What follows belongs to an exercise in optimizing a design on an open flow for small area, a short achievable clock period and few clock cycles per item; a production flow would make more cautious choices. Function was checked by simulation only, so behaviour that the tests miss may differ from the original.

[design.v]
module tot_mulr (
    input  wire         clk,
    input  wire         rst,
    input  wire         start,
    input  wire [127:0] opd,
    input  wire [63:0]  opf,
    input  wire [5:0]   mexp,
    input  wire [1:0]   rmode,
    output reg          busy,
    output reg          done,
    output reg          refused,
    output reg  [3:0]   cause,
    output reg  [127:0] res
);
    integer i;
    genvar  g;
    reg [123:0] a;         
    reg [63:0]  f;         
    reg [123:0] acc;       
    reg [3:0]   sgn;       
    reg [1:0]   rnd;
    reg [5:0]   cnt;       
    reg         sticky;    
    reg         alost;     
    reg         ovf;
    reg         rdef;      
    reg         rtie;      
    reg bad;
    always @* begin
        bad = (sgn[3:1] != 3'b110);
        for (i = 0; i < 31; i = i + 1)
            if (a[4*i+3] & (a[4*i+2] | a[4*i+1])) bad = 1'b1;
        for (i = 0; i < 16; i = i + 1)
            if (f[4*i+3] & (f[4*i+2] | f[4*i+1])) bad = 1'b1;
    end
    wire [3:0] d     = f[3:0];
    wire       pre   = !cnt[5] && (cnt != 6'd0);
    wire       pre4  = !cnt[5] && (cnt[4:2] != 3'd0);           
    wire       frac  = cnt[5];
    wire       intg  = (cnt == 6'd0);
    wire       last_frac = (cnt == 6'b111111);
    wire       f_end = (f[63:4] == 60'd0);
    wire       d_z   = (d == 4'd0);
    wire       frac4 = frac && (cnt[4:2] != 3'b111) && f_end && d_z;   
    wire       last  = (intg || (last_frac && d_z)) && f_end;
    wire       dz = pre;                       
    wire       x1 = !dz && (d == 4'd3);
    wire       x4 = !dz && (d == 4'd8);
    wire       x5 = !dz && (d >= 4'd5) && (d != 4'd8);
    wire       y1 = !dz && ((d == 4'd1) || (d == 4'd6));
    wire       y2 = !dz && ((d == 4'd2) || (d == 4'd3) || (d == 4'd7));
    wire       y4 = !dz && ((d == 4'd4) || (d >= 4'd8));
    function [2:0] mod5(input [3:0] v);
        case (v)
            4'd5: mod5 = 3'd0;
            4'd6: mod5 = 3'd1;
            4'd7: mod5 = 3'd2;
            4'd8: mod5 = 3'd3;
            4'd9: mod5 = 3'd4;
            default: mod5 = v[2:0];
        endcase
    endfunction
    function ge5(input [3:0] v);
        ge5 = v[3] | (v[2] & (v[1] | v[0]));
    endfunction
    function [3:0] five(input lo_odd, input [3:0] below);
        case ({lo_odd, below[3:1]})
            4'b1000: five = 4'd5;
            4'b1001: five = 4'd6;
            4'b1010: five = 4'd7;
            4'b1011: five = 4'd8;
            4'b1100: five = 4'd9;
            default: five = {1'b0, below[3:1]};
        endcase
    endfunction
    function [4:0] add3(input [3:0] p, input [3:0] q, input [3:0] r);
        reg [3:0] s;
        reg [4:1] c;
        reg t1, t2, t3;
        begin
            s = p ^ q ^ r;
            c = (p & q) | (p & r) | (q & r);
            add3[0] = s[0];
            add3[1] = s[1] ^ c[1];
            t1      = s[1] & c[1];
            add3[2] = s[2] ^ c[2] ^ t1;
            t2      = (s[2] & c[2]) | (s[2] & t1) | (c[2] & t1);
            add3[3] = s[3] ^ c[3] ^ t2;
            t3      = (s[3] & c[3]) | (s[3] & t2) | (c[3] & t2);
            add3[4] = c[4] | t3;
        end
    endfunction
    function [3:0] dig(input [4:0] v, input c1, input c2);
        reg [4:0] w;
        begin
            case ({c2, c1})
                2'b01:   w = v + 5'd1;
                2'b11:   w = v + 5'd2;
                default: w = v;
            endcase
            if (w >= 5'd20)      dig = w[3:0] - 4'd4;
            else if (w >= 5'd10) dig = w[3:0] - 4'd10;
            else                 dig = w[3:0];
        end
    endfunction
    wire [3:0]  ad [0:33];    
    wire [3:0]  a2 [0:31];
    wire [3:0]  a4 [0:31];
    wire [4:0]  y  [0:31];    
    generate
        for (g = 0; g < 34; g = g + 1) begin : dig_a
            if (g < 2 || g > 32)
                assign ad[g] = 4'd0;
            else
                assign ad[g] = a[4*(g-2) +: 4];
        end
        for (g = 0; g < 32; g = g + 1) begin : mul
            wire [3:0] a5;
            assign a2[g] = {mod5(ad[g+2]), ge5(ad[g+1])};
            if (g == 0)
                assign a4[g] = {mod5(a2[g]), 1'b0};
            else
                assign a4[g] = {mod5(a2[g]), ge5(a2[g-1])};
            assign a5 = five(ad[g+2][0], ad[g+1]);
            wire [3:0] xd = ({4{x1}} & ad[g+2]) | ({4{x4}} & a4[g]) | ({4{x5}} & a5);
            wire [3:0] yd = ({4{y1}} & ad[g+2]) | ({4{y2}} & a2[g]) | ({4{y4}} & a4[g]);
            wire [3:0] cd = (g < 31) ? acc[4*g +: 4] : 4'd0;
            assign y[g] = add3(cd, xd, yd);
        end
    endgenerate
    function rmode_up(input [1:0] m, input [3:0] r, input st, input odd);
        rmode_up = (m == 2'd0) ? ((r > 4'd5) || ((r == 4'd5) && (st || odd))) :
                   (m == 2'd1) ? (r >= 4'd5) : 1'b0;
    endfunction
    wire cin0 = rdef | (rtie & y[0][0]);
    wire rup  = last_frac & f_end & d_z & rmode_up(rnd, acc[3:0], sticky, acc[4]);
    wire [32:0]  k1;
    wire [32:0]  k2;
    wire [127:0] sum;
    assign k1[0] = cin0;
    assign k2[0] = 1'b0;
    generate
        for (g = 0; g < 32; g = g + 1) begin : carry
            wire c1 = (y[g] >= 5'd10) | ((y[g] == 5'd9) & k1[g]) | ((y[g] == 5'd8) & k2[g]);
            if (g == 0)
                assign k1[g+1] = c1 | rup;      
            else
                assign k1[g+1] = c1;
            assign k2[g+1] = (y[g] >= 5'd20) | ((y[g] == 5'd19) & k1[g]) | ((y[g] == 5'd18) & k2[g]);
            assign sum[4*g +: 4] = dig(y[g], k1[g], k2[g]);
        end
    endgenerate
    wire [3:0]  rdig  = sum[3:0];
    wire        r_def = rmode_up(rnd, rdig, sticky, 1'b0);
    wire        r_tie = (rnd == 2'd0) && (rdig == 4'd5) && !sticky;
    wire [123:0] acc_in  = frac4 ? {16'd0, acc[123:16]} :
                           frac  ? sum[127:4] : sum[123:0];
    wire         ovf_now = frac ? k1[32]
                                : (k1[32] | (sum[127:124] != 4'd0) | (alost & !d_z));
    wire         ovf_fin = ovf | ovf_now;
    wire         zero    = (acc_in == 124'd0);
    always @(posedge clk) begin
        if (!busy) begin
            a      <= opd[127:4];
            f      <= opf;
            sgn    <= opd[3:0];
            rnd    <= rmode;
            cnt    <= mexp;
            acc    <= 124'd0;
            sticky <= 1'b0;
            alost  <= 1'b0;
            ovf    <= 1'b0;
            rdef   <= 1'b0;
            rtie   <= 1'b0;
        end else if (pre) begin
            if (pre4) begin
                a     <= {a[107:0], 16'd0};
                alost <= alost | (a[123:108] != 16'd0);
                cnt   <= cnt - 6'd4;
            end else begin
                a     <= {a[119:0], 4'd0};
                alost <= alost | (a[123:120] != 4'd0);
                cnt   <= cnt - 6'd1;
            end
        end else if (frac) begin
            acc <= acc_in;
            if (frac4) begin
                sticky <= sticky | (acc[15:0] != 16'd0);
                cnt    <= cnt + 6'd4;
            end else begin
                f      <= {4'd0, f[63:4]};
                cnt    <= cnt + 6'd1;
                sticky <= sticky | (rdig != 4'd0);
                rdef   <= last_frac & r_def;
                rtie   <= last_frac & r_tie;
            end
        end else begin
            acc   <= acc_in;
            a     <= {a[119:0], 4'd0};
            alost <= alost | (a[123:120] != 4'd0);
            ovf   <= ovf_fin;
            f     <= {4'd0, f[63:4]};
            rdef  <= 1'b0;
            rtie  <= 1'b0;
        end
    end
    always @(posedge clk) begin
        if (rst) begin
            busy <= 1'b0;
            done <= 1'b0;
            res  <= 128'h0000_0000_0000_0000_0000_0000_0000_000C;
        end else begin
            done <= 1'b0;
            if (!busy) begin
                if (start)
                    busy <= 1'b1;
            end else if (bad) begin
                busy    <= 1'b0;
                done    <= 1'b1;
                refused <= 1'b1;
                cause   <= 4'd2;
            end else if (last) begin
                busy    <= 1'b0;
                done    <= 1'b1;
                refused <= ovf_fin;
                cause   <= ovf_fin ? 4'd4 : 4'd0;
                if (!ovf_fin)
                    res <= {acc_in, 3'b110, (sgn[0] && !zero)};
            end
        end
    end
endmodule
[run.sh]
#!/bin/bash
# synth_recipe.tcl (not shown) runs the flow's synth.tcl, then flattens the netlist and writes it again
# the make line also repeats each setting of config.mk as NAME=value (left out here)
make -C /OpenROAD-flow-scripts/flow DESIGN_CONFIG=/design/flow/config.mk WORK_HOME=/design/flow/orfs CLKGATE_MAP_FILE= SYNTH_SCRIPT=/design/flow/synth_recipe.tcl finish
[config.mk]
export PLATFORM = sky130hd
export DESIGN_NAME = tot_mulr
export DESIGN_NICKNAME = tot_mulr
export VERILOG_FILES = /design/flow/design.v
export SDC_FILE = /design/flow/constraint.sdc
export NUM_CORES = 4
export LEC_CHECK = 0
export CAP_MARGIN = 20
export CORE_MARGIN = 2
export CORE_UTILIZATION = 40
export SLEW_MARGIN = 20
[constraint.sdc]
create_clock -name core_clock -period 90.0 [get_ports {clk}]
set_input_delay 18.0000 -clock core_clock [delete_from_list [all_inputs] [get_ports {clk}]]
set_output_delay 18.0000 -clock core_clock [all_outputs]
set_load 0.01 [all_outputs]
==> results.toml, run 1 <==
[logic_synthesis]
async_reset_ff_frac = 0
dominantRegCellSynth = "dfxtp_1"
synth_area_leaders = "edfxtp_1 (11%), dfxtp_1 (9.1%), ha_1 (7.9%), a21oi_1 (7.4%), fa_1 (6.6%)"
post_synth_instance_area_um2 = 56500
ys_warn_count = 1
synth_enable_flop_cells = 202
synth_top_area_frac = 0.107
syn_avg_cell_area_um2 = 7.38
yosysUniqueCellTypes = 122
yosysMostFrequentCell = "nand2_1"
synth-seq-cells = 459
syn_inst = 7647
synth.yosys.seq_area_share = 0.199
synth_top_area_cell = "edfxtp_1"
synth_common_cells = "nand2_1 (903), a21oi_1 (835), nor2_1 (775)"

[final_layout]
finish.net_count = 8300
final-instance-count-excl-fill = 9483
drive_above_1_share = 0.0546
fin_util = 0.448
synthToLayoutAreaGrowth_pct = 10.9

[drt]
drcViolationCount = 0
dr.pass1.iters = 10
m1WireLength_mm = 96.5
met3WireLength_mm = 21.3
drt_iter0_drc = 8296
via_per_inst = 6.26
wl_met2_mm = 98.1
detail_route.wl_per_cell_um = 23.8
routed_wl_mm = 225
vias = 59400
ant_nets = 0
routed.top_layer = "met5"

[critical_path]
rr_worst_depth = 58
cp_max_fo = 63
worst-endpoint-required_ns = 90.58
reg2reg_from = "cnt[2]$_DFFE_PP_"
timing.rr.end = "res[62]$_SDFFE_PP0P_"
cp_data_arrival_time_ns = 21.20
setup.worst_path.start_class = "register"
cpMaxStageDelayCell = "and3_2"
setup.worst_path.class = "reg2reg"
critPathMaxStageDelay_ns = 0.76
r2r_setup_slack_ns = 69.38
critPathCaptureType = "register"

[hold_path]
hold_depth = 2
hold_path_end = "res[87]$_SDFFE_PP0P_"
hp-start = "res[87]$_SDFFE_PP0P_"
holdCritPathClass = "reg2reg"

[timing]
finalSetupViolations = 0
slew_headroom = 0.216
rsz0062_at_grt = "no"
skew_ns = 0.0779
worst_pin_slew_ns = 1.16
report.final.slew_viol_count = 0
final.setup.tns_ns = 0
max_freq_ghz = 0.0485
fin_crit_sh = 0.229
final_hold_viol_count = 0
timing.final.crit_period_ns = 20.62

[die]
dieArea_um2 = 144000
io_pins = 338
die_height_um = 380
start_util = 0.404
rows = 137
dieWidth_um = 380
coreArea_um2 = 140000

[cts]
clock-sinks = 459
hold_buffers = 0
cts_inserted_buffers = 59
cts_tree = "built"
post_cts_buffers = 0
clock-root-buffer = "clkbuf_16"
cts_resized = 0
insertion_delay_ns = 0.73
htreeDepth = 2
clkTransAtPathRegs_ns = 0.06
cts_max_path_buffers = 3

[global_routing]
grt_remaining_overflow = 0
antenna_found_initial = 5
grt_max_degree = 131
grt_usage = 0.296
grt_pass1_vias = 54100
grt_pass1_wl_mm = 338

[place]
io_buffers = 332
dp_hpwl_mm = 169
place_inst = 9369
routabilityCongestion = 0.980

[outcome]
outcome = "no timing/DRC/antenna violations"

[flow_run]
maxCapViolCount = 0
-- through the flow --
stage	hold WS (ns)	setup WS [ns]	cell area, um2
4_1_cts	0.452	69.72	62600
3_5_place_dp	0.443	69.85	60600
3_3_place_gp	0.439	70.27	60600
5_1_grt	0.465	68.12	62600
2_1_floorplan	0.430	71.09	56500
6_report	0.447	69.38	62600
-- flip-flops by register name, indices dropped and copies added (netlist names) --
| register | count |
|---|---|
| busy | 1 |
| rdef | 1 |
| rtie | 1 |
| a | 124 |
| rnd | 2 |
| refused | 1 |
| cnt | 6 |
| ovf | 1 |
| alost | 1 |
| sticky | 1 |
| res | 125 |
| sgn | 4 |
| acc | 124 |
| f | 64 |
| done | 1 |
| cause | 2 |
-- worst max-delay path: cells and delay by family, from the launching register on --
kind                       cells  cell delay, ns
AOI/OAI and AO/OA             36           12.83
DFF                            1            0.50
adders and majority gates      6            1.69
and+or+nand+nor               12            4.21
buffers and inverters          4            1.05
-- final cells by class --
cell class	count	area [um2]
Fill cell	14200	77300
Clock inverter	30	345
Timing Repair Buffer	412	3930
Tap cell	1876	2350
Antenna cell	1	2.50
Inverter	485	1830
Clock buffer	82	1640
Multi-Input combinational cell	6138	41300
Sequential cell	459	11200
-- layout by cell type (no fill, tap or decap), types with 64 or more instances in the layout --
cell             count
a31oi_1            125
dfxtp_1            255
nor2b_1             86
nand3_1            158
edfxtp_1           202
nand2b_1            98
clkdlybuf4s50_1    331
nor3_1             118
and3_1              66
o211ai_1           106
a221oi_1            86
o21ai_0            526
a211oi_1           160
xnor2_1            154
a21oi_1            833
fa_1               187
ha_1               355
o22ai_1             64
inv_1              472
a222oi_1            73
buf_4               79
mux2_2              79
mux2i_1            201
nor2_1             772
nand2_1            899
-- kinds of logic after synthesis --
group,synth area share
adders and majority gates,0.145
other,0.000133
buffers and inverters,0.0726
muxes,0.0514
DFF,0.199
AOI/OAI and AO/OA,0.299
xor gates and xnor gates,0.0271
and+or+nand+nor,0.207
-- metal layers --
layer,track usage,vias up
met2,0.455,2945
met5,0,-
met3,0.0524,446
met4,0.110,2
li1,-,27500
met1,0.414,28500
-- worst max-delay path by stage --
| stage | startpoint | to | slack, ns | cells after the start |
|---|---|---|---|---|
| floorplan | rst | cause[1]$_SDFFCE_PN1P_ | 71.09 | 3 |
| global route | cnt[2]$_DFFE_PP_ | res[74]$_SDFFE_PP0P_ | 68.12 | 57 |
| CTS | cnt[2]$_DFFE_PP_ | res[74]$_SDFFE_PP0P_ | 69.72 | 58 |
| detailed placement | cnt[2]$_DFFE_PP_ | res[74]$_SDFFE_PP0P_ | 69.85 | 58 |
| global placement | rst | res[50]$_SDFFE_PP0P_ | 70.27 | 3 |
| finish | cnt[2]$_DFFE_PP_ | res[62]$_SDFFE_PP0P_ | 69.38 | 58 |
Testbench counts, summed over its fixed seeds: cycles 39,568, items 3,200.
==> run 2: changes to the inputs <==
--- a/design.v
+++ b/design.v
@@ -104,8 +104,15 @@
         end
     endfunction
+    function [5:0] split10(input [4:0] v);       
+        split10 = (v >= 5'd20) ? {2'd2, v[3:0] - 4'd4} :
+                  (v >= 5'd10) ? {2'd1, v[3:0] - 4'd10} : {2'd0, v[3:0]};
+    endfunction
     wire [3:0]  ad [0:33];    
     wire [3:0]  a2 [0:31];
     wire [3:0]  a4 [0:31];
+    wire [1:0]  zc [0:31];    
     wire [4:0]  y  [0:31];    
+    wire [31:0] gg;           
+    wire [31:0] pp;           
     generate
         for (g = 0; g < 34; g = g + 1) begin : dig_a
@@ -117,4 +124,6 @@
         for (g = 0; g < 32; g = g + 1) begin : mul
             wire [3:0] a5;
+            wire [4:0] t;
+            wire [5:0] cs;
             assign a2[g] = {mod5(ad[g+2]), ge5(ad[g+1])};
             if (g == 0)
@@ -126,5 +135,13 @@
             wire [3:0] yd = ({4{y1}} & ad[g+2]) | ({4{y2}} & a2[g]) | ({4{y4}} & a4[g]);
             wire [3:0] cd = (g < 31) ? acc[4*g +: 4] : 4'd0;
-            assign y[g] = add3(cd, xd, yd);
+            assign t  = {1'b0, cd} + {1'b0, xd} + {1'b0, yd};
+            assign cs = split10(t);
+            assign zc[g] = cs[5:4];
+            if (g == 0)
+                assign y[g] = {1'b0, cs[3:0]};
+            else
+                assign y[g] = {1'b0, cs[3:0]} + {3'd0, zc[g-1]};
+            assign gg[g] = (y[g] >= 5'd10);
+            assign pp[g] = (y[g] == 5'd9);
         end
     endgenerate
@@ -135,20 +152,29 @@
     wire cin0 = rdef | (rtie & y[0][0]);
     wire rup  = last_frac & f_end & d_z & rmode_up(rnd, acc[3:0], sticky, acc[4]);
-    wire [32:0]  k1;
-    wire [32:0]  k2;
+    wire [32:0]  cc;
     wire [127:0] sum;
-    assign k1[0] = cin0;
-    assign k2[0] = 1'b0;
+    wire [31:0]  g0 = {gg[31:1], gg[0] | rup};    
+    wire [7:0]   bg;
+    wire [7:0]   bp;
+    wire [8:0]   bc;
+    assign bc[0] = cin0;
     generate
-        for (g = 0; g < 32; g = g + 1) begin : carry
-            wire c1 = (y[g] >= 5'd10) | ((y[g] == 5'd9) & k1[g]) | ((y[g] == 5'd8) & k2[g]);
-            if (g == 0)
-                assign k1[g+1] = c1 | rup;      
-            else
-                assign k1[g+1] = c1;
-            assign k2[g+1] = (y[g] >= 5'd20) | ((y[g] == 5'd19) & k1[g]) | ((y[g] == 5'd18) & k2[g]);
-            assign sum[4*g +: 4] = dig(y[g], k1[g], k2[g]);
+        for (g = 0; g < 8; g = g + 1) begin : blk
+            assign bg[g] = g0[4*g+3] | (pp[4*g+3] & g0[4*g+2]) | (pp[4*g+3] & pp[4*g+2] & g0[4*g+1])
+                         | (pp[4*g+3] & pp[4*g+2] & pp[4*g+1] & g0[4*g]);
+            assign bp[g] = &pp[4*g +: 4];
+            assign bc[g+1] = bg[g] | (bp[g] & bc[g]);
+            assign cc[4*g]   = bc[g];
+            assign cc[4*g+1] = g0[4*g] | (pp[4*g] & bc[g]);
+            assign cc[4*g+2] = g0[4*g+1] | (pp[4*g+1] & g0[4*g]) | (pp[4*g+1] & pp[4*g] & bc[g]);
+            assign cc[4*g+3] = g0[4*g+2] | (pp[4*g+2] & g0[4*g+1]) | (pp[4*g+2] & pp[4*g+1] & g0[4*g])
+                             | (pp[4*g+2] & pp[4*g+1] & pp[4*g] & bc[g]);
+        end
+        for (g = 0; g < 32; g = g + 1) begin : digit
+            wire [4:0] w = y[g] + {4'd0, cc[g]};
+            assign sum[4*g +: 4] = (w >= 5'd10) ? (w[3:0] - 4'd10) : w[3:0];
         end
     endgenerate
+    assign cc[32] = bc[8];
     wire [3:0]  rdig  = sum[3:0];
     wire        r_def = rmode_up(rnd, rdig, sticky, 1'b0);
@@ -156,6 +182,6 @@
     wire [123:0] acc_in  = frac4 ? {16'd0, acc[123:16]} :
                            frac  ? sum[127:4] : sum[123:0];
-    wire         ovf_now = frac ? k1[32]
-                                : (k1[32] | (sum[127:124] != 4'd0) | (alost & !d_z));
+    wire         ovf_now = frac ? cc[32]
+                                : (cc[32] | (sum[127:124] != 4'd0) | (alost & !d_z));
     wire         ovf_fin = ovf | ovf_now;
     wire         zero    = (acc_in == 124'd0);
==> flow/run.sh (new file) <==
#!/bin/bash
# Own flow: the standard layout (standard.sh) with two changes:
#  - synthesis: Yosys's extract_fa/adder-cell mapping is skipped and ABC maps
#    with its default script (the synth wrapper with -nofsm -noshare, flatten
#    and renames is the standard one);
#  - port buffers: every input and output still gets a buffer, but a buf_1
#    instead of the flow's default clkdlybuf4s50_1 delay cell.
# Floorplan, placement, CTS, routing and the constraints are the standard ones.
set -euo pipefail
W=$(pwd)
SCR="$FLOW_HOME/scripts"

# synthesis script: ORFS's synth.tcl without the adder step, plain abc
python3 - "$SCR/synth.tcl" "$W/synth_custom.tcl" > "$W/flow_prep.log" 2>&1 <<'PY'
import sys
s = open(sys.argv[1]).read()
a = s.index("# Technology mapping of adders")
b = s.index("# Technology mapping of latches")
s = s[:a] + s[b:]
old = "  log_cmd abc {*}$abc_args"
assert old in s
s = s.replace(old, "  log_cmd abc {*}$lib_args {*}$lib_dont_use_args")
open(sys.argv[2], "w").write(s)
PY

# the standard wrapper, sourcing the script above
sed "s#source \$::env(SCRIPTS_DIR)/synth.tcl#source $W/synth_custom.tcl#" \
    "$W/synth_recipe.tcl" > "$W/custom_synth.tcl"
grep -q "synth_custom.tcl" "$W/custom_synth.tcl"

# standard.sh with the synthesis script swapped and the port buffer cell set
sed -e "s#SYNTH_SCRIPT=[^ ]*#SYNTH_SCRIPT=$W/custom_synth.tcl#" \
    -e "s#CLKGATE_MAP_FILE= #CLKGATE_MAP_FILE= 'BUFFER_PORTS_ARGS=-buffer_cell sky130_fd_sc_hd__buf_1' #" \
    "$W/standard.sh" > "$W/custom_standard.sh"
grep -q "custom_synth.tcl" "$W/custom_standard.sh"
grep -q "BUFFER_PORTS_ARGS" "$W/custom_standard.sh"

bash "$W/custom_standard.sh" > "$W/flow_make.log" 2>&1
test -f "$W/out/final.def"
==> standard.sh (new file) <==
#!/bin/bash
# synth_recipe.tcl (not shown) runs the flow's synth.tcl, then flattens the netlist and writes it again
# the make line also repeats each setting of config.mk as NAME=value (left out here)
make -C /OpenROAD-flow-scripts/flow DESIGN_CONFIG=/design/flow/config.mk WORK_HOME=/design/flow/orfs CLKGATE_MAP_FILE= SYNTH_SCRIPT=/design/flow/synth_recipe.tcl "${@:-finish}"
removed: run.sh
==> run 2 against run 1 <==
  * Still clean on timing, DRC and antenna
  * Register-to-register slack better by 0.16 ns
  * Die area is 27% lower
==> results.toml, run 2 <==
[final_layout]
synthToLayoutAreaGrowth_pct = 13.2
nFillCells = 10500
reg_top3 = "res: 125 flops, a: 124 flops, acc: 124 flops"
seqCellArea_um2 = 11200
final-instance-count-excl-fill = 7442
final_cell_mix = "nor2_1 (791), a21oi_1 (628), o21ai_0 (615)"
largest_reg_flops = 125
drive_above_1_share = 0.0292
finish.net_count = 6225
largest-register = "res"
multiInputGateArea_um2 = 29400
final_common_cell = "nor2_1"

[logic_synthesis]
synth-seq-cells = 459
async_reset_ff_frac = 0
ys_warn_count = 1
synth_area_leaders = "edfxtp_1 (15%), dfxtp_1 (12%), xnor2_1 (8.7%), a21oi_1 (7.6%), o21ai_0 (7.5%)"
syn_avg_cell_area_um2 = 7.41
post_synth_instance_area_um2 = 41300
dominantRegCellSynth = "dfxtp_1"
synth_top_area_cell = "edfxtp_1"
syn_inst = 5572
synth_enable_flop_cells = 202
synth.yosys.seq_area_share = 0.271
synth_common_cells = "nor2_1 (793), a21oi_1 (629), o21ai_0 (617)"
yosysMostFrequentCell = "nor2_1"
yosysUniqueCellTypes = 72
synth_top_area_frac = 0.147

[critical_path]
worst-endpoint-required_ns = 90.57
cp_common_cell = "a31oi_1"
cpMaxStageDelayCell = "a2111oi_1"
setup.worst_path.start_class = "register"
critPathMaxStageDelay_ns = 0.89
cp_data_arrival_time_ns = 21.03
setup.worst_path.class = "reg2reg"
critPathCaptureType = "register"
cp_max_fo = 195

[global_routing]
grt_remaining_overflow = 0
grt_pass1_vias = 40900
antenna_found_initial = 5
grt_max_degree = 196
grt_pass1_wl_mm = 253
grt_usage = 0.307

[timing]
worst_pin_slew_ns = 1.29
fin_crit_sh = 0.227
report.final.slew_viol_count = 0
skew_ns = 0.0248
timing.final.crit_period_ns = 20.46
final_hold_viol_count = 0
max_freq_ghz = 0.0489
finalWorstSetupSlack_ns = 69.54
finalSetupViolations = 0
slew_headroom = 0.128
rsz0062_at_grt = "no"
final.setup.tns_ns = 0

[cts]
clkTransAtPathRegs_ns = 0.06
hold_buffers = 0
clock-root-buffer = "clkbuf_16"
clock-sinks = 459
htreeDepth = 2
cts_inserted_buffers = 56
insertion_delay_ns = 0.68
cts_max_path_buffers = 3
cts_resized = 0
cts_tree = "built"
post_cts_buffers = 0

[die]
die_height_um = 325
io_pins = 338
coreArea_um2 = 102000
rows = 117
dieArea_um2 = 106000
start_util = 0.405
dieWidth_um = 325

[flow_run]
maxCapViolCount = 0

[place]
routabilityCongestion = 0.971
place_ws_ns = 69.93
dp_hpwl_mm = 128
place_inst = 7332
io_buffers = 332

[drt]
dr.pass1.iters = 8
drcViolationCount = 0
drt_iter0_drc = 4808
detail_route.wl_per_cell_um = 22.8
via_per_inst = 6.07
ant_nets = 0
vias = 45200
routed_wl_mm = 170

[outcome]
outcome = "no timing/DRC/antenna violations"

[hold_path]
holdCritPathClass = "reg2reg"
## run 2: changes by cell type in the layout (fill, tap and decap cells not counted), sizes merged, moves of 190 or more
| cell | previous run | this run |
|---|---|---|
| ha | 355 | 0 |
| nand2 | 904 | 606 |
| clkdlybuf4s50 | 331 | 0 |
| clkinv | 28 | 218 |
| buf | 80 | 393 |
| inv | 478 | 8 |
| xor2 | 21 | 260 |
| a21oi | 840 | 629 |
| xnor2 | 154 | 412 |
## run 2: logic make-up after synthesis
kind of cell / synth area share
other: 0.000182
AO/OA/AOI/OAI: 0.298
adder cells (fa/ha/maj): 0.0235
XOR/XNOR: 0.144
buffers and inverters: 0.0197
multiplexers: 0.0249
AND/OR/NAND/NOR: 0.218
flip-flops: 0.271
## run 2: layout make-up
cell class | count | area share
antenna | 6 | 0.000321
clock buffer | 80 | 0.0348
clock inverter | 24 | 0.00554
inverter | 207 | 0.0167
multi-input combinational | 4904 | 0.629
sequential | 459 | 0.240
tap | 1368 | 0.0366
timing repair buffer | 394 | 0.0372
## run 2: metrics by stage
| step | area (um2) | hold slack, ns | util |
|---|---|---|---|
| after detailed placement | 44900 | 0.460 | 0.440 |
| after CTS | 46700 | 0.475 | 0.458 |
| after global routing | 46700 | 0.515 | 0.458 |
| final | 46800 | 0.474 | 0.458 |
| after floorplan | 41300 | 0.440 | - |
| after global placement | 44900 | 0.448 | 0.440 |
## run 2: metal layers
metal | GRT usage | wire (um)
met5 | 0 | 13
met1 | 0.414 | 71800
met3 | 0.0770 | 18700
met2 | 0.465 | 71700
met4 | 0.125 | 7540
## run 2: worst paths after layout
kind	endpoint	cells past startpoint	slack, ns	startpoint
worst max-delay path	res[69]$_SDFFE_PP0P_	53	69.54	cnt[2]$_DFFE_PP_
worst min-delay path	alost$_SDFFE_PN0N_	2	0.47	alost$_SDFFE_PN0N_
worst max register to register	res[69]$_SDFFE_PP0P_	53	69.54	cnt[2]$_DFFE_PP_
worst min register to register	alost$_SDFFE_PN0N_	2	0.47	alost$_SDFFE_PN0N_
## run 2: worst max-delay path, delay by kind of cell, from the launching register on
family                     cells  cell delay, ns
AOI/OAI and AO/OA             30           11.42
and+or+nand+nor               10            3.64
buffers and inverters          5            1.91
xor gates and xnor gates       5            1.41
adders and majority gates      2            0.78
DFF                            1            0.48
muxes                          1            0.37
Testbench counts of run 2, summed over its fixed seeds: cycles 39,568, items 3,200.
==> run 3: changes to the inputs <==
--- a/design.v
+++ b/design.v
@@ -35,12 +35,13 @@
     end
     wire [3:0] d     = f[3:0];
-    wire       pre   = !cnt[5] && (cnt != 6'd0);
-    wire       pre4  = !cnt[5] && (cnt[4:2] != 3'd0);           
-    wire       frac  = cnt[5];
-    wire       intg  = (cnt == 6'd0);
-    wire       last_frac = (cnt == 6'b111111);
+    reg        pre;        
+    reg        pre4;       
+    reg        frac;       
+    reg        frac_m5;    
+    reg        intg;       
+    reg        last_frac;  
     wire       f_end = (f[63:4] == 60'd0);
     wire       d_z   = (d == 4'd0);
-    wire       frac4 = frac && (cnt[4:2] != 3'b111) && f_end && d_z;   
+    wire       frac4 = frac_m5 && f_end && d_z;       
     wire       last  = (intg || (last_frac && d_z)) && f_end;
     wire       dz = pre;                       
@@ -158,5 +159,8 @@
     wire [7:0]   bp;
     wire [8:0]   bc;
-    assign bc[0] = cin0;
+    wire [8:0]   lg [0:4];
+    wire [8:0]   lp [0:4];
+    assign lg[0] = {bg, cin0};
+    assign lp[0] = {bp, 1'b0};
     generate
         for (g = 0; g < 8; g = g + 1) begin : blk
@@ -164,5 +168,21 @@
                          | (pp[4*g+3] & pp[4*g+2] & pp[4*g+1] & g0[4*g]);
             assign bp[g] = &pp[4*g +: 4];
-            assign bc[g+1] = bg[g] | (bp[g] & bc[g]);
+        end
+        for (g = 0; g < 4; g = g + 1) begin : lvl
+            genvar h;
+            for (h = 0; h < 9; h = h + 1) begin : node
+                if (h >= (1 << g)) begin
+                    assign lg[g+1][h] = lg[g][h] | (lp[g][h] & lg[g][h - (1 << g)]);
+                    assign lp[g+1][h] = lp[g][h] & lp[g][h - (1 << g)];
+                end else begin
+                    assign lg[g+1][h] = lg[g][h];
+                    assign lp[g+1][h] = lp[g][h];
+                end
+            end
+        end
+        for (g = 0; g < 9; g = g + 1) begin : bcar
+            assign bc[g] = lg[4][g];
+        end
+        for (g = 0; g < 8; g = g + 1) begin : inblk
             assign cc[4*g]   = bc[g];
             assign cc[4*g+1] = g0[4*g] | (pp[4*g] & bc[g]);
@@ -186,5 +206,21 @@
     wire         ovf_fin = ovf | ovf_now;
     wire         zero    = (acc_in == 124'd0);
+    reg [5:0] cnt_nx;
+    always @* begin
+        if (!busy)      cnt_nx = mexp;
+        else if (pre4)  cnt_nx = cnt - 6'd4;
+        else if (pre)   cnt_nx = cnt - 6'd1;
+        else if (frac4) cnt_nx = cnt + 6'd4;
+        else if (frac)  cnt_nx = cnt + 6'd1;
+        else            cnt_nx = cnt;
+    end
     always @(posedge clk) begin
+        cnt       <= cnt_nx;
+        pre       <= !cnt_nx[5] && (cnt_nx != 6'd0);
+        pre4      <= !cnt_nx[5] && (cnt_nx[4:2] != 3'd0);
+        frac      <= cnt_nx[5];
+        frac_m5   <= cnt_nx[5] && (cnt_nx[4:2] != 3'b111);
+        intg      <= (cnt_nx == 6'd0);
+        last_frac <= (cnt_nx == 6'b111111);
         if (!busy) begin
             a      <= opd[127:4];
@@ -192,5 +228,4 @@
             sgn    <= opd[3:0];
             rnd    <= rmode;
-            cnt    <= mexp;
             acc    <= 124'd0;
             sticky <= 1'b0;
@@ -203,9 +238,7 @@
                 a     <= {a[107:0], 16'd0};
                 alost <= alost | (a[123:108] != 16'd0);
-                cnt   <= cnt - 6'd4;
             end else begin
                 a     <= {a[119:0], 4'd0};
                 alost <= alost | (a[123:120] != 4'd0);
-                cnt   <= cnt - 6'd1;
             end
         end else if (frac) begin
@@ -213,8 +246,6 @@
             if (frac4) begin
                 sticky <= sticky | (acc[15:0] != 16'd0);
-                cnt    <= cnt + 6'd4;
             end else begin
                 f      <= {4'd0, f[63:4]};
-                cnt    <= cnt + 6'd1;
                 sticky <= sticky | (rdig != 4'd0);
                 rdef   <= last_frac & r_def;
==> run 3 against run 2 <==
  * Highest routed layer unchanged
  * Clock skew increased by 0.022 ns
  * Sequential share of layout area decreased by 0.28 points
  * Still clean
  * Critical endpoint is now res[33]
  * Worst setup slack gained 1.0 ns
==> results.toml, run 3 <==
[critical_path]
cpMaxStageDelayCell = "buf_1"
crit_family = "buffers and inverters"
setup.worst_path.start_class = "register"
critPathBufInv = 1
worst-path-stages = 1
r2r_setup_slack_ns = 72.70
worst-endpoint-required_ns = 72.00
rr_worst_depth = 44
reg2reg_from = "f[3]$_DFFE_PP_"
path_cells = "buf_1"
setup.worst_path.class = "reg2out"
cp_data_arrival_time_ns = 1.46
critPathMaxStageDelay_ns = 0.41
timing.rr.end = "res[112]$_SDFFE_PP0P_"
critPathCaptureType = "output port"
cp_max_fo = 2

[hold_path]
hold_path_end = "rtie$_SDFFE_PN0P_"
hp-start = "rtie$_SDFFE_PN0P_"
hold_depth = 2
holdCritPathClass = "reg2reg"

[place]
routabilityCongestion = 0.962
io_buffers = 332
place_inst = 7331
dp_hpwl_mm = 125

[cts]
cts_resized = 0
clkTransAtPathRegs_ns = 0.07
insertion_delay_ns = 0.71
clock-sinks = 464
cts_inserted_buffers = 59
cts_tree = "built"
post_cts_buffers = 0
htreeDepth = 2
cts_max_path_buffers = 3
clock-root-buffer = "clkbuf_16"
hold_buffers = 0

[drt]
m1WireLength_mm = 73.0
routed.top_layer = "met5"
detail_route.wl_per_cell_um = 22.5
met3WireLength_mm = 15.9
ant_nets = 0
drt_iter0_drc = 4742
via_per_inst = 6.02
drcViolationCount = 0
wl_met2_mm = 71.8
routed_wl_mm = 167
vias = 44800
dr.pass1.iters = 8

[logic_synthesis]
synth_area_leaders = "edfxtp_1 (14%), dfxtp_1 (13%), xnor2_1 (9.0%), a21oi_1 (7.7%), o21ai_0 (6.9%)"
syn_avg_cell_area_um2 = 7.51
synth_compound_area_frac = 0.287
synth_enable_flop_cells = 197
async_reset_ff_frac = 0
synth_top_family_by_area = "compound AO/OA/AOI/OAI gates"
synth_xor_area_frac = 0.139
yosys.area_share.simple = 0.209
synth.mux.area_fraction = 0.0537
synthAdderAreaFrac = 0.0206
synth_top_area_frac = 0.142
yosysUniqueCellTypes = 73
ys_warn_count = 1
yosysMostFrequentCell = "nor2_1"
post_synth_instance_area_um2 = 41700
synth_top_area_cell = "edfxtp_1"
dominantRegCellSynth = "dfxtp_1"
synth.yosys.seq_area_share = 0.270
synth-seq-cells = 464
syn_inst = 5553
synth_common_cells = "nor2_1 (746), a21oi_1 (642), nand2_1 (635)"

[outcome]
outcome = "no timing/DRC/antenna violations"

[final_layout]
reg_top3 = "res: 125 flops, a: 124 flops, acc: 124 flops"
final_common_cell = "nor2_1"
drive_above_1_share = 0.0315
nFillCells = 10600
synthToLayoutAreaGrowth_pct = 14.0
final-instance-count-excl-fill = 7444
final_cell_mix = "nor2_1 (743), a21oi_1 (642), nand2_1 (632)"
largest-register = "res"
finish.net_count = 6215
largest_reg_flops = 125

[die]
coreArea_um2 = 103000
dieArea_um2 = 107000
die_height_um = 327
rows = 118
start_util = 0.403
io_pins = 338
dieWidth_um = 327

[timing]
fin_crit_sh = 0.216
final_hold_viol_count = 0
report.final.slew_viol_count = 0
timing.final.crit_period_ns = 19.46
finalSetupViolations = 0
final.setup.tns_ns = 0
skew_ns = 0.0463
rsz0062_at_grt = "no"
slew_headroom = 0.157
worst_pin_slew_ns = 1.25
max_freq_ghz = 0.0514

[flow_run]
maxCapViolCount = 0

[global_routing]
grt_max_degree = 184
antenna_found_initial = 5
grt_usage = 0.301
grt_pass1_wl_mm = 250
grt_remaining_overflow = 0
grt_pass1_vias = 40400
[run 3: final cells by class]
type / instances / area, um2 / share of cell area
Inverter: 218 / 821 / 0.0173
Clock inverter: 22 / 299 / 0.00629
Multi-Input combinational cell: 4869 / 29700 / 0.625
Tap cell: 1380 / 1730 / 0.0363
Timing Repair Buffer: 400 / 1790 / 0.0376
Sequential cell: 464 / 11300 / 0.237
Antenna cell: 1 / 2.50 / 0.0000526
Clock buffer: 90 / 1920 / 0.0405
[run 3: routing by layer]
layer	GRT usage	vias up
li1	-	21400
met1	0.416	21000
met2	0.457	2066
met3	0.0637	324
met4	0.119	4
met5	0	-
[run 3: worst max path at each step]
stage	startpoint	to	slack (ns)
global route	busy$_SDFF_PP0_	busy	70.48
floorplan	pre$_DFF_P_	res[112]$_SDFFE_PP0P_	49.62
CTS	busy$_SDFF_PP0_	busy	70.51
global placement	rst	res[50]$_SDFFE_PP0P_	70.27
finish	res[33]$_SDFFE_PP0P_	res[33]	70.54
detailed placement	rst	res[50]$_SDFFE_PP0P_	70.27
[run 3: tightest hold or removal path: stages (launching register included)]
cell	delay [ns]
dfxtp_1	0.32
clkinv_1	0.04
o22ai_1	0.07
[run 3: cells by family after synthesis]
logic type / count (synthesis)
DFF: 464
adders and majority gates: 86
muxes: 216
xor gates and xnor gates: 660
buffers and inverters: 223
and+or+nand+nor: 1956
other: 2
AOI/OAI and AO/OA: 1946
[run 3: through the flow]
step	instance area [um2]	hold slack [ns]	worst slack (ns)	utilization
5_1_grt	47500	0.502	70.48	0.459
2_1_floorplan	41700	0.440	49.62	-
4_1_cts	47500	0.477	70.51	0.459
3_5_place_dp	45300	0.467	70.27	0.438
3_3_place_gp	45300	0.465	70.27	0.438
6_report	47500	0.482	70.54	0.459
Testbench counts of run 3, summed over its fixed seeds: cycles 39,568, items 3,200.
==> run 4: changes to the inputs <==
--- a/design.v
+++ b/design.v
@@ -26,4 +26,5 @@
     reg         rdef;      
     reg         rtie;      
+    reg         idle;      
     reg bad;
     always @* begin
@@ -208,5 +209,5 @@
     reg [5:0] cnt_nx;
     always @* begin
-        if (!busy)      cnt_nx = mexp;
+        if (idle)       cnt_nx = mexp;
         else if (pre4)  cnt_nx = cnt - 6'd4;
         else if (pre)   cnt_nx = cnt - 6'd1;
@@ -223,5 +224,5 @@
         intg      <= (cnt_nx == 6'd0);
         last_frac <= (cnt_nx == 6'b111111);
-        if (!busy) begin
+        if (idle) begin
             a      <= opd[127:4];
             f      <= opf;
@@ -265,13 +266,17 @@
         if (rst) begin
             busy <= 1'b0;
+            idle <= 1'b1;
             done <= 1'b0;
             res  <= 128'h0000_0000_0000_0000_0000_0000_0000_000C;
         end else begin
             done <= 1'b0;
-            if (!busy) begin
-                if (start)
+            if (idle) begin
+                if (start) begin
                     busy <= 1'b1;
+                    idle <= 1'b0;
+                end
             end else if (bad) begin
                 busy    <= 1'b0;
+                idle    <= 1'b1;
                 done    <= 1'b1;
                 refused <= 1'b1;
@@ -279,4 +284,5 @@
             end else if (last) begin
                 busy    <= 1'b0;
+                idle    <= 1'b1;
                 done    <= 1'b1;
                 refused <= ovf_fin;
--- a/config.mk
+++ b/config.mk
@@ -8,4 +8,4 @@
 export CAP_MARGIN = 20
 export CORE_MARGIN = 2
-export CORE_UTILIZATION = 40
+export CORE_UTILIZATION = 60
 export SLEW_MARGIN = 20
==> run 4 against run 3 <==
  * Still clean on timing, DRC and antenna
  * Critical path depth rose by 2
  * Count of clock-buffer cells in the layout fell by 15
  * Hold slack lost 0.014 ns
  * Clock skew down 0.012 ns
  * Synthesized cell count grew 0.11%
  * Sequential cell count rose by 1
  * Global-route usage is 11 points higher
==> results.toml, run 4 <==
[critical_path]
crit_end = "cause[1]$_SDFFCE_PP1P_"
timing.rr.end = "res[22]$_SDFFE_PP0P_"
setup.worst_path.start = "rst"
critPathMaxStageDelay_ns = 0.68
reg2reg_from = "a[4]$_DFFE_PP_"
worst-endpoint-required_ns = 90.35
path_cells = "clkbuf_4, buf_4, nor2b_1"
critPathCaptureType = "register"
cp_max_fo = 69
r2r_setup_slack_ns = 73.21
setup.worst_path.start_class = "input port"
setup.worst_path.class = "in2reg"
cpMaxStageDelayCell = "buf_4"
rr_worst_depth = 43
cp_data_arrival_time_ns = 19.56

[final_layout]
synthToLayoutAreaGrowth_pct = 11.1
reg_top3 = "res: 125 flops, a: 124 flops, acc: 124 flops"
largest-register = "res"
finish.net_count = 6201
final_common_cell = "nor2_1"
seqCellArea_um2 = 11300
multiInputGateArea_um2 = 30700
nFillCells = 6178
drive_above_1_share = 0.0270
largest_reg_flops = 125
final_cell_mix = "nor2_1 (704), o21ai_0 (611), nand2_1 (559)"
final_cell_area_um2 = 47600

[outcome]
outcome = "no timing/DRC/antenna violations"

[logic_synthesis]
synth_top_area_cell = "edfxtp_1"
synth_area_leaders = "edfxtp_1 (14%), dfxtp_1 (13%), xnor2_1 (9.4%), o21ai_0 (7.1%), nor2_1 (6.2%)"
synth_enable_flop_cells = 197
syn_inst = 5559
synth-seq-cells = 465
yosysMostFrequentCell = "nor2_1"
async_reset_ff_frac = 0
synth_common_cells = "nor2_1 (706), o21ai_0 (611), nand2_1 (561)"
synth_top_area_frac = 0.138
syn_avg_cell_area_um2 = 7.71
ys_warn_count = 1
post_synth_instance_area_um2 = 42800
dominantRegCellSynth = "dfxtp_1"
yosysUniqueCellTypes = 76
synth.yosys.seq_area_share = 0.263

[cts]
htreeDepth = 2
cts_inserted_buffers = 54
cts_tree = "built"
cts_resized = 0
insertion_delay_ns = 0.65
post_cts_buffers = 0
cts_max_path_buffers = 3
hold_buffers = 0
clkTransAtPathRegs_ns = 0.07
clock-sinks = 465
clock-root-buffer = "clkbuf_16"

[timing]
final.setup.tns_ns = 0
worst_pin_slew_ns = 1.21
slew_headroom = 0.185
finalSetupViolations = 0
report.final.slew_viol_count = 0
skew_ns = 0.0341
fin_crit_sh = 0.214
timing.final.crit_period_ns = 19.22
whs_ns = 0.468
rsz0062_at_grt = "no"
max_freq_ghz = 0.0520
final_hold_viol_count = 0

[drt]
drcViolationCount = 0
drt_iter0_drc = 5673
ant_nets = 0
vias = 45900
dr.pass1.iters = 6
via_per_inst = 6.56
routed_wl_mm = 157
detail_route.wl_per_cell_um = 22.5

[global_routing]
antenna_found_initial = 8
grt_remaining_overflow = 0
grt_pass1_vias = 41400
grt_max_degree = 106
grt_pass1_wl_mm = 239
grt_usage = 0.411

[die]
io_pins = 338
start_util = 0.609
die_height_um = 271
coreArea_um2 = 70400
dieArea_um2 = 73600
rows = 97
dieWidth_um = 271

[place]
dpl_cell_area_um2 = 45700
io_buffers = 332
routabilityCongestion = 1.00
dp_hpwl_mm = 116

[flow_run]
maxCapViolCount = 0

[hold_path]
holdCritPathClass = "reg2reg"
run 4: cell count changes after synthesis, sizes merged, moves of 27 or more:
cell / change
nand2b: +28
a211oi: +74
a22oi: -48
nor3: +43
o22ai: +41
nand2: -74
a21oi: -210
o21ai: +34
nor2: -40
xnor2: +27
mux2i: +95
run 4: through the flow:
step                      instances   util  setup WS, ns
after floorplan                5562      -         48.21
after global placement         6882  0.650         70.18
after detailed placement       6882  0.650         70.15
after CTS                      6984  0.676         70.82
after global routing           6989  0.676         70.68
final                          6993  0.676         70.78
run 4: metal layers:
layer  GRT usage  routed length [um]
met1       0.554               64200
met2       0.617               66200
met3      0.0931               17900
met4       0.208                8990
met5           0                  23
run 4: worst max-delay path, delay by kind of cell:
| family | cells | cell delay [ns] |
|---|---|---|
| buf+inv | 2 | 1.26 |
| simple gates | 1 | 0.20 |
run 4: kinds of logic (layout without fill, tap and decap cells):
kind of cell | Yosys count | in the layout | share of synthesized area
AO/OA/AOI/OAI | 1847 | 1847 | 0.272
other | 2 | 14 | 0.000175
multiplexers | 314 | 314 | 0.0753
AND/OR/NAND/NOR | 1922 | 1922 | 0.206
XOR/XNOR | 679 | 679 | 0.140
adder cells (fa/ha/maj) | 93 | 93 | 0.0217
buffers and inverters | 237 | 719 | 0.0212
flip-flops | 465 | 465 | 0.263
run 4: worst min path at each step:
stage	start	to	slack [ns]	depth (start not counted)
6_report	res[65]$_SDFFE_PP0P_	res[65]$_SDFFE_PP0P_	0.47	2
5_1_grt	rtie$_SDFFE_PP0P_	rtie$_SDFFE_PP0P_	0.48	2
4_1_cts	rtie$_SDFFE_PP0P_	rtie$_SDFFE_PP0P_	0.46	2
3_5_place_dp	rtie$_SDFFE_PP0P_	rtie$_SDFFE_PP0P_	0.44	2
3_3_place_gp	rtie$_SDFFE_PP0P_	rtie$_SDFFE_PP0P_	0.45	2
2_1_floorplan	rtie$_SDFFE_PP0P_	rtie$_SDFFE_PP0P_	0.42	2
run 4: layout make-up:
cell class | instances | area share
clock buffers | 75 | 0.0333
inverters | 232 | 0.0183
diodes | 9 | 0.000473
multi-input cells | 4860 | 0.646
repair buffers | 385 | 0.0350
well taps | 940 | 0.0247
flip-flops and latches | 465 | 0.237
clock inverters | 27 | 0.00513
Testbench counts of run 4, summed over its fixed seeds: cycles 39,568, items 3,200.
==> run 5: changes to the inputs <==
--- a/design.v
+++ b/design.v
@@ -39,10 +39,11 @@
     reg        pre4;       
     reg        frac;       
-    reg        frac_m5;    
+    reg        frac_m4;    
+    reg        frac_e4;    
     reg        intg;       
     reg        last_frac;  
     wire       f_end = (f[63:4] == 60'd0);
     wire       d_z   = (d == 4'd0);
-    wire       frac4 = frac_m5 && f_end && d_z;       
+    wire       frac4 = frac_m4 && f_end && d_z;       
     wire       last  = (intg || (last_frac && d_z)) && f_end;
     wire       dz = pre;                       
@@ -201,4 +202,8 @@
     wire        r_def = rmode_up(rnd, rdig, sticky, 1'b0);
     wire        r_tie = (rnd == 2'd0) && (rdig == 4'd5) && !sticky;
+    wire [3:0]  rdig4 = acc[15:12];
+    wire        st4   = sticky | (acc[11:0] != 12'd0);
+    wire        r_def4 = rmode_up(rnd, rdig4, st4, 1'b0);
+    wire        r_tie4 = (rnd == 2'd0) && (rdig4 == 4'd5) && !st4;
     wire [123:0] acc_in  = frac4 ? {16'd0, acc[123:16]} :
                            frac  ? sum[127:4] : sum[123:0];
@@ -221,5 +226,6 @@
         pre4      <= !cnt_nx[5] && (cnt_nx[4:2] != 3'd0);
         frac      <= cnt_nx[5];
-        frac_m5   <= cnt_nx[5] && (cnt_nx[4:2] != 3'b111);
+        frac_m4   <= cnt_nx[5] && ((cnt_nx[4:2] != 3'b111) || (cnt_nx[1:0] == 2'b00));
+        frac_e4   <= (cnt_nx == 6'b111100);
         intg      <= (cnt_nx == 6'd0);
         last_frac <= (cnt_nx == 6'b111111);
@@ -247,4 +253,6 @@
             if (frac4) begin
                 sticky <= sticky | (acc[15:0] != 16'd0);
+                rdef   <= frac_e4 & r_def4;
+                rtie   <= frac_e4 & r_tie4;
             end else begin
                 f      <= {4'd0, f[63:4]};
--- a/config.mk
+++ b/config.mk
@@ -8,4 +8,5 @@
 export CAP_MARGIN = 20
 export CORE_MARGIN = 2
-export CORE_UTILIZATION = 60
+export CORE_UTILIZATION = 40
+export CTS_BUF_LIST = sky130_fd_sc_hd__clkbuf_4 sky130_fd_sc_hd__clkbuf_8
 export SLEW_MARGIN = 20
==> run 5 against run 4 <==
  * Via count is 0.55% lower
  * Critical endpoint is now res[31]
  * Sequential share of layout area shrank 0.52 points
  * Clock skew is 0.040 ns higher
==> results.toml, run 5 <==
[outcome]
outcome = "no timing/DRC/antenna violations"

[cts]
cts_resized = 0
htreeDepth = 3
cts_inserted_buffers = 88
post_cts_buffers = 0
insertion_delay_ns = 0.81
hold_buffers = 0
cts_max_path_buffers = 3
cts_tree = "built"
clock-root-buffer = "clkbuf_8"
clkTransAtPathRegs_ns = 0.06
clock-sinks = 466

[global_routing]
grt_pass1_wl_mm = 250
antenna_found_initial = 7
grt_pass1_vias = 41300
grt_usage = 0.288
grt_max_degree = 193
grt_remaining_overflow = 0

[timing]
finalSetupViolations = 0
skew_ns = 0.0740
final.setup.tns_ns = 0
worst_pin_slew_ns = 1.25
timing.final.crit_period_ns = 19.61
slew_headroom = 0.162
rsz0062_at_grt = "no"
max_freq_ghz = 0.0510
final_hold_viol_count = 0
finalWorstSetupSlack_ns = 70.39
whs_ns = 0.460
fin_crit_sh = 0.218
report.final.slew_viol_count = 0

[die]
dieArea_um2 = 111000
rows = 120
io_pins = 338
coreArea_um2 = 107000
start_util = 0.404
dieWidth_um = 333
die_height_um = 333

[drt]
ant_nets = 0
m1WireLength_mm = 72.8
wl_met2_mm = 71.0
via_per_inst = 6.05
detail_route.wl_per_cell_um = 22.1
dr.pass1.iters = 8
met3WireLength_mm = 15.7
routed.top_layer = "met5"
drt_iter0_drc = 4668
vias = 45600
drcViolationCount = 0
routed_wl_mm = 167

[logic_synthesis]
async_reset_ff_frac = 0
yosysUniqueCellTypes = 78
syn_inst = 5576
yosysMostFrequentCell = "nor2_1"
synth_common_cells = "nor2_1 (641), nand2_1 (546), o21ai_0 (511)"
dominantRegCellSynth = "dfxtp_1"
ys_warn_count = 1
syn_avg_cell_area_um2 = 7.76
synth.yosys.seq_area_share = 0.261
synth_top_area_cell = "edfxtp_1"
synth_area_leaders = "edfxtp_1 (14%), dfxtp_1 (12%), xnor2_1 (8.1%), o21ai_0 (5.9%), nor2_1 (5.6%)"
post_synth_instance_area_um2 = 43300
synth-seq-cells = 466
synth_enable_flop_cells = 197
synth_top_area_frac = 0.137

[critical_path]
crit_family = "buffers and inverters"
setup.worst_path.start = "res[31]$_SDFFE_PP0P_"
critPathCaptureType = "output port"
path_cells = "buf_1"
r2r_setup_slack_ns = 75.82
rr_worst_depth = 39
critPathBufInv = 1
worst-endpoint-required_ns = 72.00
cp_max_fo = 2
setup.worst_path.class = "reg2out"
timing.rr.end = "res[112]$_SDFFE_PP0P_"
cpMaxStageDelayCell = "buf_1"
critPathMaxStageDelay_ns = 0.46
setup.worst_path.start_class = "register"
cp_data_arrival_time_ns = 1.61
worst-path-stages = 1
reg2reg_from = "a[2]$_SDFFCE_PN0P_"

[hold_path]
holdCritPathClass = "reg2reg"
hp-start = "sticky$_SDFFE_PP0P_"
hold_depth = 2
hold_path_end = "sticky$_SDFFE_PP0P_"

[final_layout]
multiInputGateArea_um2 = 31300
reg_top3 = "res: 125 flops, a: 124 flops, acc: 124 flops"
seqCellArea_um2 = 11300
finish.net_count = 6264
final_cell_mix = "nor2_1 (638), nand2_1 (542), o21ai_0 (498)"
nFillCells = 11000
final_common_cell = "nor2_1"
fin_util = 0.454
largest-register = "res"
synthToLayoutAreaGrowth_pct = 12.6
largest_reg_flops = 125
drive_above_1_share = 0.0385

[place]
dp_hpwl_mm = 126
routabilityCongestion = 0.974
place_ws_ns = 70.15
io_buffers = 332

[flow_run]
maxCapViolCount = 0
-- run 5: worst max-delay path by stage --
stage                                        to  slack (ns)
after CTS                               res[31]       70.42
after detailed placement   res[75]$_SDFFE_PP0P_       70.15
after global routing                    res[56]       70.38
final                                   res[31]       70.39
after floorplan           res[112]$_SDFFE_PP0P_       51.77
after global placement    res[112]$_SDFFE_PP0P_       70.11
-- run 5: logic make-up after synthesis --
family | Yosys count | share of synthesized area
and+or+nand+nor | 2038 | 0.224
AOI/OAI and AO/OA | 1934 | 0.294
buffers and inverters | 204 | 0.0181
adders and majority gates | 116 | 0.0268
xor gates and xnor gates | 618 | 0.127
DFF | 466 | 0.261
muxes | 198 | 0.0476
other | 2 | 0.000174
-- run 5: final cells by class --
cell class	count	area share
inverter	199	0.0154
multi-input combinational	4909	0.642
tap	1403	0.0360
clock inverter	45	0.00827
clock buffer	116	0.0297
sequential	466	0.232
timing repair buffer	397	0.0359
antenna	5	0.000257
-- run 5: metrics by stage --
stage	instance area [um2]	cells
after floorplan	43300	5579
after global placement	46800	7373
after detailed placement	46900	7374
after CTS	48700	7535
after global routing	48700	7537
final	48700	7540
-- run 5: layer usage --
metal	track usage	up-vias
li1	-	22100
met1	0.385	21300
met2	0.440	1950
met3	0.0721	337
met4	0.118	2
met5	0	-
Testbench counts of run 5, summed over its fixed seeds: cycles 38,874, items 3,200.
==> run 6: changes to the inputs <==
--- a/flow/run.sh
+++ b/flow/run.sh
@@ -2,6 +2,7 @@
 # Own flow: the standard layout (standard.sh) with two changes:
 #  - synthesis: Yosys's extract_fa/adder-cell mapping is skipped and ABC maps
-#    with its default script (the synth wrapper with -nofsm -noshare, flatten
-#    and renames is the standard one);
+#    for area (two rounds of choice computation and mapping with area
+#    recovery); the synth wrapper (-nofsm -noshare, flatten, renames) is the
+#    standard one;
 #  - port buffers: every input and output still gets a buffer, but a buf_1
 #    instead of the flow's default clkdlybuf4s50_1 delay cell.
@@ -11,5 +12,5 @@
 SCR="$FLOW_HOME/scripts"
 
-# synthesis script: ORFS's synth.tcl without the adder step, plain abc
+# synthesis script: ORFS's synth.tcl without the adder step, area-oriented abc
 python3 - "$SCR/synth.tcl" "$W/synth_custom.tcl" > "$W/flow_prep.log" 2>&1 <<'PY'
 import sys
@@ -20,5 +21,7 @@
 old = "  log_cmd abc {*}$abc_args"
 assert old in s
-s = s.replace(old, "  log_cmd abc {*}$lib_args {*}$lib_dont_use_args")
+script = ("+strash;&get,-n;&fraig,-x;&put;scorr;dc2;dretime;strash;&get,-n;&dch,-f;"
+          "&nf,-R,300;&put;strash;&get,-n;&dch,-f;&nf,-R,300;&put")
+s = s.replace(old, '  log_cmd abc -script {%s} {*}$lib_args {*}$lib_dont_use_args' % script)
 open(sys.argv[2], "w").write(s)
 PY
--- a/config.mk
+++ b/config.mk
@@ -9,4 +9,3 @@
 export CORE_MARGIN = 2
 export CORE_UTILIZATION = 40
-export CTS_BUF_LIST = sky130_fd_sc_hd__clkbuf_4 sky130_fd_sc_hd__clkbuf_8
 export SLEW_MARGIN = 20
==> run 6 against run 5 <==
  * Critical path type unchanged
  * Die area decreased by 4.0%
  * Routed wire length increased by 1.1%
  * Synthesized cell count increased by 0.57%
  * Via count decreased by 1.5%
  * Design area decreased by 3.3%
  * Largest cell class unchanged
  * Final cell count decreased by 0.52%
==> results.toml, run 6 <==
[final_layout]
synthToLayoutAreaGrowth_pct = 13.5
drive_above_1_share = 0.0304
largest_reg_flops = 125
finish.net_count = 6272
nFillCells = 10600
largest-register = "res"
fin_util = 0.456
final_cell_mix = "nor2_1 (816), nand2_1 (661), o21ai_0 (647)"
final_cell_area_um2 = 47100
final_common_cell = "nor2_1"
seqCellArea_um2 = 11300
reg_top3 = "res: 125 flops, a: 124 flops, acc: 124 flops"
multiInputGateArea_um2 = 29500

[critical_path]
r2r_setup_slack_ns = 72.23
worst-endpoint-required_ns = 72.00
timing.rr.end = "res[81]$_SDFFE_PP0P_"
reg2reg_from = "a[6]$_DFFE_PP_"
rr_worst_depth = 69
critPathMaxStageDelay_ns = 0.38
cp_data_arrival_time_ns = 1.25
critPathBufInv = 1
setup.worst_path.start_class = "register"
path_cells = "buf_1"
cpMaxStageDelayCell = "dfxtp_1"
crit_family = "flip-flops"
setup.worst_path.class = "reg2out"
critPathCaptureType = "output port"
cp_max_fo = 2

[drt]
detail_route.wl_per_cell_um = 22.5
routed_wl_mm = 168
dr.pass1.iters = 6
drcViolationCount = 0
vias = 44900
drt_iter0_drc = 4748
via_per_inst = 5.99
ant_nets = 0

[timing]
finalSetupViolations = 0
skew_ns = 0.0514
fin_crit_sh = 0.214
slew_headroom = 0.256
final.setup.tns_ns = 0
final_hold_viol_count = 0
rsz0062_at_grt = "no"
worst_pin_slew_ns = 1.12
finalWorstSetupSlack_ns = 70.75
timing.final.crit_period_ns = 19.25
max_freq_ghz = 0.0519
report.final.slew_viol_count = 0

[cts]
post_cts_buffers = 0
cts_max_path_buffers = 3
cts_resized = 0
hold_buffers = 0
insertion_delay_ns = 0.70
clock-root-buffer = "clkbuf_16"
htreeDepth = 2
clock-sinks = 466
clkTransAtPathRegs_ns = 0.06
cts_inserted_buffers = 55
cts_tree = "built"

[global_routing]
grt_max_degree = 200
grt_pass1_wl_mm = 250
antenna_found_initial = 11
grt_pass1_vias = 40500
grt_remaining_overflow = 0
grt_usage = 0.305

[die]
dieWidth_um = 326
coreArea_um2 = 103000
die_height_um = 326
io_pins = 338
dieArea_um2 = 106000
rows = 118
start_util = 0.402

[logic_synthesis]
syn_avg_cell_area_um2 = 7.40
synth-seq-cells = 466
synth_top_area_frac = 0.143
dominantRegCellSynth = "dfxtp_1"
post_synth_instance_area_um2 = 41500
synth_top_area_cell = "edfxtp_1"
synth_enable_flop_cells = 197
yosysUniqueCellTypes = 62
async_reset_ff_frac = 0
synth_area_leaders = "edfxtp_1 (14%), dfxtp_1 (13%), xnor2_1 (8.5%), o21ai_0 (7.9%), nor2_1 (7.4%)"
synth_common_cells = "nor2_1 (818), nand2_1 (664), o21ai_0 (652)"
yosysMostFrequentCell = "nor2_1"
synth.yosys.seq_area_share = 0.272
ys_warn_count = 1
syn_inst = 5608

[place]
dp_hpwl_mm = 127
routabilityCongestion = 0.976
io_buffers = 332
dpl_cell_area_um2 = 45200
place_ws_ns = 70.43

[hold_path]
hp-start = "res[115]$_SDFFE_PP0P_"
holdCritPathClass = "reg2reg"
hold_path_end = "res[115]$_SDFFE_PP0P_"
hold_depth = 2

[outcome]
outcome = "no timing/DRC/antenna violations"

[flow_run]
maxCapViolCount = 0
## run 6: routing by layer
layer,global-route usage,vias up,wire (um)
met4,0.133,4,7980
met1,0.409,21100,71200
li1,-,21400,-
met3,0.0757,354,17700
met5,0,-,33
met2,0.462,2095,71500
## run 6: worst max path at each step
stage | start | end | slack [ns] | cells past startpoint
2_1_floorplan | pre$_DFF_P_ | res[10]$_SDFFE_PP0P_ | 50.06 | 60
3_3_place_gp | rst | cause[1]$_SDFFCE_PP1P_ | 70.45 | 3
3_5_place_dp | rst | cause[1]$_SDFFCE_PP1P_ | 70.43 | 3
4_1_cts | res[20]$_SDFFE_PP0P_ | res[20] | 70.72 | 1
5_1_grt | res[20]$_SDFFE_PP0P_ | res[20] | 70.72 | 1
6_report | res[19]$_SDFFE_PP0P_ | res[19] | 70.75 | 1
## run 6: kinds of logic after synthesis
| group | synth area share |
|---|---|
| simple gates | 0.231 |
| compound gates | 0.282 |
| flops | 0.272 |
| xor+xnor | 0.136 |
| mux | 0.0481 |
| buf+inv | 0.0198 |
| fa+ha+maj | 0.0109 |
| other cells | 0.000181 |
## run 6: per-stage QoR
step	hold slack, ns	cells
after global placement	0.474	7390
final	0.493	7501
after CTS	0.490	7492
after floorplan	0.440	5611
after global routing	0.510	7497
after detailed placement	0.482	7390
## run 6: area by class of cell
cell class | count | area share
sequential | 466 | 0.240
clock inverter | 24 | 0.00640
antenna | 7 | 0.000372
tap | 1380 | 0.0367
inverter | 209 | 0.0168
clock buffer | 78 | 0.0341
timing repair buffer | 406 | 0.0391
multi-input combinational | 4931 | 0.627

re-timing with driven ports:
No port has a modelled driver above. Below, the same layouts with a new extraction and two added sets of constraints. Step 1 assumes that a clkbuf_16 drives the clock port and a buf_2 every other input. Step 2, shift: input delay + t, output delay - t, t = (earliest + latest rising clock arrival at the registers) / 2. This alone moves slack from input paths to output paths. a / b / c = ideal / step 1 / step 2; a / b = the first two.
| run | shift t [ns] | setup slack, ns | latest minus earliest clock arrival (ns) | cell pins on the clock port's net |
|---|---|---|---|---|
| run 1 | 0.775 | 69.379 / 69.379 / 69.379 | 0.078 / 0.077 | 1 |
| run 2 | 0.736 | 69.538 / 69.538 / 69.538 | 0.026 / 0.025 | 1 |
| run 3 | 0.756 | 70.545 / 70.474 / 70.285 | 0.046 / 0.047 | 1 |
| run 4 | 0.708 | 70.783 / 70.779 / 70.122 | 0.034 / 0.034 | 1 |
| run 5 | 0.844 | 70.393 / 70.319 / 70.084 | 0.074 / 0.074 | 1 |
| run 6 | 0.752 | 70.747 / 70.671 / 70.410 | 0.051 / 0.051 | 1 |
After both steps setup and hold are still met in every run listed. For run 4, which loses most, drivers alone change the setup slack by -0.004 ns; drivers and shift together by -0.661 ns.
